What follows belongs to an exercise in optimizing a design on an open flow for small area and few clock cycles; a production flow would make more cautious choices.
In this exercise RTL edits were held to simulation tests only and were not proved equivalent to the original.
No activity file was given, so power comes from the tool's default toggle rates.

v38:
## tdc_calc
module tdc_calc (
    input  wire        clk,
    input  wire        rst,           
    input  wire        cmd_valid,
    output wire        cmd_ready,
    input  wire [1:0]  cmd_op,        
    input  wire [23:0] cmd_s1,        
    input  wire [23:0] cmd_s2,        
    input  wire [31:0] cmd_r,         
    input  wire [20:0] cmd_k_start,   
    input  wire [20:0] cmd_k_stop,    
    output reg         cal_done,
    output reg         cal_pass,
    output wire [31:0] gain,
    output wire [15:0] offset,
    output wire [31:0] m1,
    output wire [31:0] m2,
    output reg         res_done,
    output wire [47:0] value,
    output wire [31:0] vmin,
    output wire [31:0] vmax,
    output wire        order_rev,
    output wire        below_res,
    output wire [15:0] shots,
    output wire [15:0] rev
);
Settings: LEC_CHECK=0, CAP_MARGIN=20, CELL_PAD_IN_SITES_DETAIL_PLACEMENT=3, CELL_PAD_IN_SITES_GLOBAL_PLACEMENT=3, CORE_MARGIN=2, CORE_UTILIZATION=30, CTS_BUF_LIST=sky130_fd_sc_hd__clkbuf_8, CTS_CLUSTER_DIAMETER=60, CTS_CLUSTER_SIZE=15, SLEW_MARGIN=20, SYNTH_HIERARCHICAL=1, SYNTH_MINIMUM_KEEP_SIZE=0; clock period 30.0 ns.
run.sh (not shown) runs the stock make flow with config.mk's settings and CLKGATE_MAP_FILE= SYNTH_SCRIPT=/design/flow/synth_recipe.tcl, a recipe that flattens the netlist after the stock synthesis.
v38 went all the way through synthesis, placement and routing and the layout is clean on timing, DRC and antenna.
Testbench counts of v38, summed over its fixed seeds: cycles 30,203.
Setup changes, v38 to v4
-- flow/config.mk --
<<< v38, line 7
export LEC_CHECK = 0
export CAP_MARGIN = 20
export CELL_PAD_IN_SITES_DETAIL_PLACEMENT = 3
export CELL_PAD_IN_SITES_GLOBAL_PLACEMENT = 3
export CORE_MARGIN = 2
export CORE_UTILIZATION = 30
>>> v4, line 7
export LEC_CHECK = 0
export CAP_MARGIN = 20
export CELL_PAD_IN_SITES_DETAIL_PLACEMENT = 2
export CELL_PAD_IN_SITES_GLOBAL_PLACEMENT = 2
export CORE_MARGIN = 2
export CORE_UTILIZATION = 30
### Flow results
- Looking at the reports, v4 completed the entire flow and the layout it produced met the timing, design-rule and antenna checks.
- Placed instance area delta (v38 -> v4): insignificant
- The higher fmax came out of v38.
- Going from v38 to v4, total via count after detailed routing decreased by about 1% relative to the old numbers; overall routed net length decreased by 8.3% relative to the old numbers.
Changes in v57 relative to v4:
-- flow/config.mk --
<<< v4, line 12
export CORE_UTILIZATION = 30
export CTS_BUF_LIST = sky130_fd_sc_hd__clkbuf_8
export CTS_CLUSTER_DIAMETER = 60
export CTS_CLUSTER_SIZE = 15
export SLEW_MARGIN = 20
export SYNTH_HIERARCHICAL = 1
>>> v57, line 12
export CORE_UTILIZATION = 30
export CTS_BUF_LIST = sky130_fd_sc_hd__clkbuf_8
export CTS_CLUSTER_DIAMETER = 50
export CTS_CLUSTER_SIZE = 20
export SLEW_MARGIN = 20
export SYNTH_HIERARCHICAL = 1
[summary]
- In summary, v57 completed successfully, with a layout that passed the timing, design-rule and antenna checks.
- Post-route worst setup slack for v57: 0.024 ns down relative to v4
- Post-route total power, v4 and v57: larger value in v57
- The average routed wire per standard cell was comparable across v4 and v57.

========
tdc_calc, a different RTL version from the one above (not shown whole).
Size in the first run: ~3500 cells after synthesis, ~300 flip-flops, ~390 I/O pins.
==> flow/config.mk <==
export PLATFORM = sky130hd
export DESIGN_NAME = tdc_calc
export DESIGN_NICKNAME = tdc_calc
export VERILOG_FILES = /design/flow/design.v
export SDC_FILE = /design/flow/constraint.sdc
export NUM_CORES = 4
export LEC_CHECK = 0
export CAP_MARGIN = 20
export CELL_PAD_IN_SITES_DETAIL_PLACEMENT = 2
export CELL_PAD_IN_SITES_GLOBAL_PLACEMENT = 2
export CORE_MARGIN = 2
export CORE_UTILIZATION = 30
export SLEW_MARGIN = 20
export SYNTH_HIERARCHICAL = 1
export SYNTH_MINIMUM_KEEP_SIZE = 0
==> flow/constraint.sdc <==
create_clock -name core_clock -period 30.0 [get_ports {clk}]
set_input_delay 6.0000 -clock core_clock [delete_from_list [all_inputs] [get_ports {clk}]]
set_output_delay 6.0000 -clock core_clock [all_outputs]
set_load 0.01 [all_outputs]
Testbench counts at the start, summed over its fixed seeds: cycles 30,203.
==> next run, changes <==
- CTS_BUF_LIST: default -> sky130_fd_sc_hd__clkbuf_4
Sequential power hardly moves.
Count of clock-buffer cells in the layout came out higher by 82.
Area after synthesis is unchanged.
Routed wire length stays flat.
Cell area came out lower by 0.41%.
Sequential share of layout area hardly moves.
Worst setup slack got worse by 0.027 ns.

========
## cedar
Another version of the RTL of tdc_calc (not shown whole).
Size: ~3,400 cells after synthesis, roughly 300 flip-flops, ~390 I/O pins, roughly 38,000 sq um of cells after synthesis.
Settings: LEC_CHECK=0, CAP_MARGIN=20, CELL_PAD_IN_SITES_DETAIL_PLACEMENT=2, CELL_PAD_IN_SITES_GLOBAL_PLACEMENT=2, CORE_MARGIN=2, CORE_UTILIZATION=30, SLEW_MARGIN=20, SYNTH_HIERARCHICAL=1, SYNTH_MINIMUM_KEEP_SIZE=0; clock period 30.0 ns.
cedar reached the final stage; the timing, design-rule and antenna checks on its layout passed.
Testbench counts of cedar, summed over its fixed seeds: cycles 30,203.
[inputs] sierra vs cedar
- setting CTS_BUF_LIST to sky130_fd_sc_hd__clkbuf_8 for the first time
- setting CTS_CLUSTER_DIAMETER to 60 for the first time
- setting CTS_CLUSTER_SIZE to 15 for the first time
## What came out
- sierra ended up with a higher number of fill cells in the layout than cedar did.
- Total length of routed met3 wires: cedar vs sierra — no meaningful difference
- Per-cell via count in the routed design: sierra < cedar
- Compared with cedar, sierra shows a global-route usage that is 0.15 points lower.
- sierra vs. cedar: sequential share of layout area comparable; portion of the post-synthesis area used by sequential elements neither gained nor lost much.
- sierra: wire length of the first global-routing pass 1500 um below cedar
Inputs modified between sierra and garnet:
- SLEW_MARGIN: 20 -> 5
- CAP_MARGIN: 20 -> 5
Results
sierra -> garnet: via density per instance flat
Of garnet and sierra, the lower count of clock-buffer cells in the layout belongs to garnet.
sierra -> garnet: power increased slightly
Re worst hold slack: sierra was lower than garnet.
garnet: flow completed, timing, DRC and antenna clean

static timing again, ports no longer ideal:
The results above use ideal ports. As a check the final layouts listed here were re-extracted and re-timed, cells and wires unchanged. Step 1 (the two cells are an assumption about what drives the block):
set clk [get_ports {clk}]
set_driving_cell -lib_cell sky130_fd_sc_hd__clkbuf_16 $clk
set_driving_cell -lib_cell sky130_fd_sc_hd__buf_2 [delete_from_list [all_inputs] $clk]
Step 2 adds t to the input delays and takes it off the output delays; t is the mean of the earliest and latest rising clock arrival at the registers after step 1. Input paths then give back, and output paths get back, about the clock's delay inside the block. a / b / c = ideal ports / drivers / drivers and shift; a / b = the first two.
run | shift t [ns] | setup slack, ns | hold WS [ns] | slew at the worst register clock pin (ns) | worst data-port slew with drivers (ns)
v38 | 0.720 | 3.442 / 3.442 / 3.112 | 0.477 / 0.477 / 0.477 | 0.10 / 0.10 | 0.10
v4 | 0.706 | 3.197 / 3.216 / 2.511 | 0.476 / 0.476 / 0.476 | 0.11 / 0.11 | 0.07
v57 | 0.715 | 3.172 / 3.194 / 2.480 | 0.473 / 0.473 / 0.473 | 0.09 / 0.09 | 0.07
the first run of note 2 | 0.657 | 4.100 / 4.100 / 4.100 | 0.457 / 0.457 / 0.457 | 0.06 / 0.06 | 0.14
the second run of note 2 | 0.998 | 4.074 / 4.074 / 4.074 | 0.459 / 0.459 / 0.459 | 0.08 / 0.08 | 0.15
cedar | 0.656 | 4.025 / 4.025 / 4.025 | 0.457 / 0.457 / 0.457 | 0.07 / 0.07 | 0.09
sierra | 0.752 | 3.976 / 3.976 / 3.976 | 0.459 / 0.459 / 0.459 | 0.09 / 0.09 | 0.08
garnet | 0.763 | 3.992 / 3.992 / 3.992 | 0.464 / 0.464 / 0.464 | 0.10 / 0.10 | 0.08
After both steps setup and hold are still met in every run listed. For v57, which loses most, drivers alone change the setup slack by +0.022 ns; drivers and shift together by -0.692 ns.
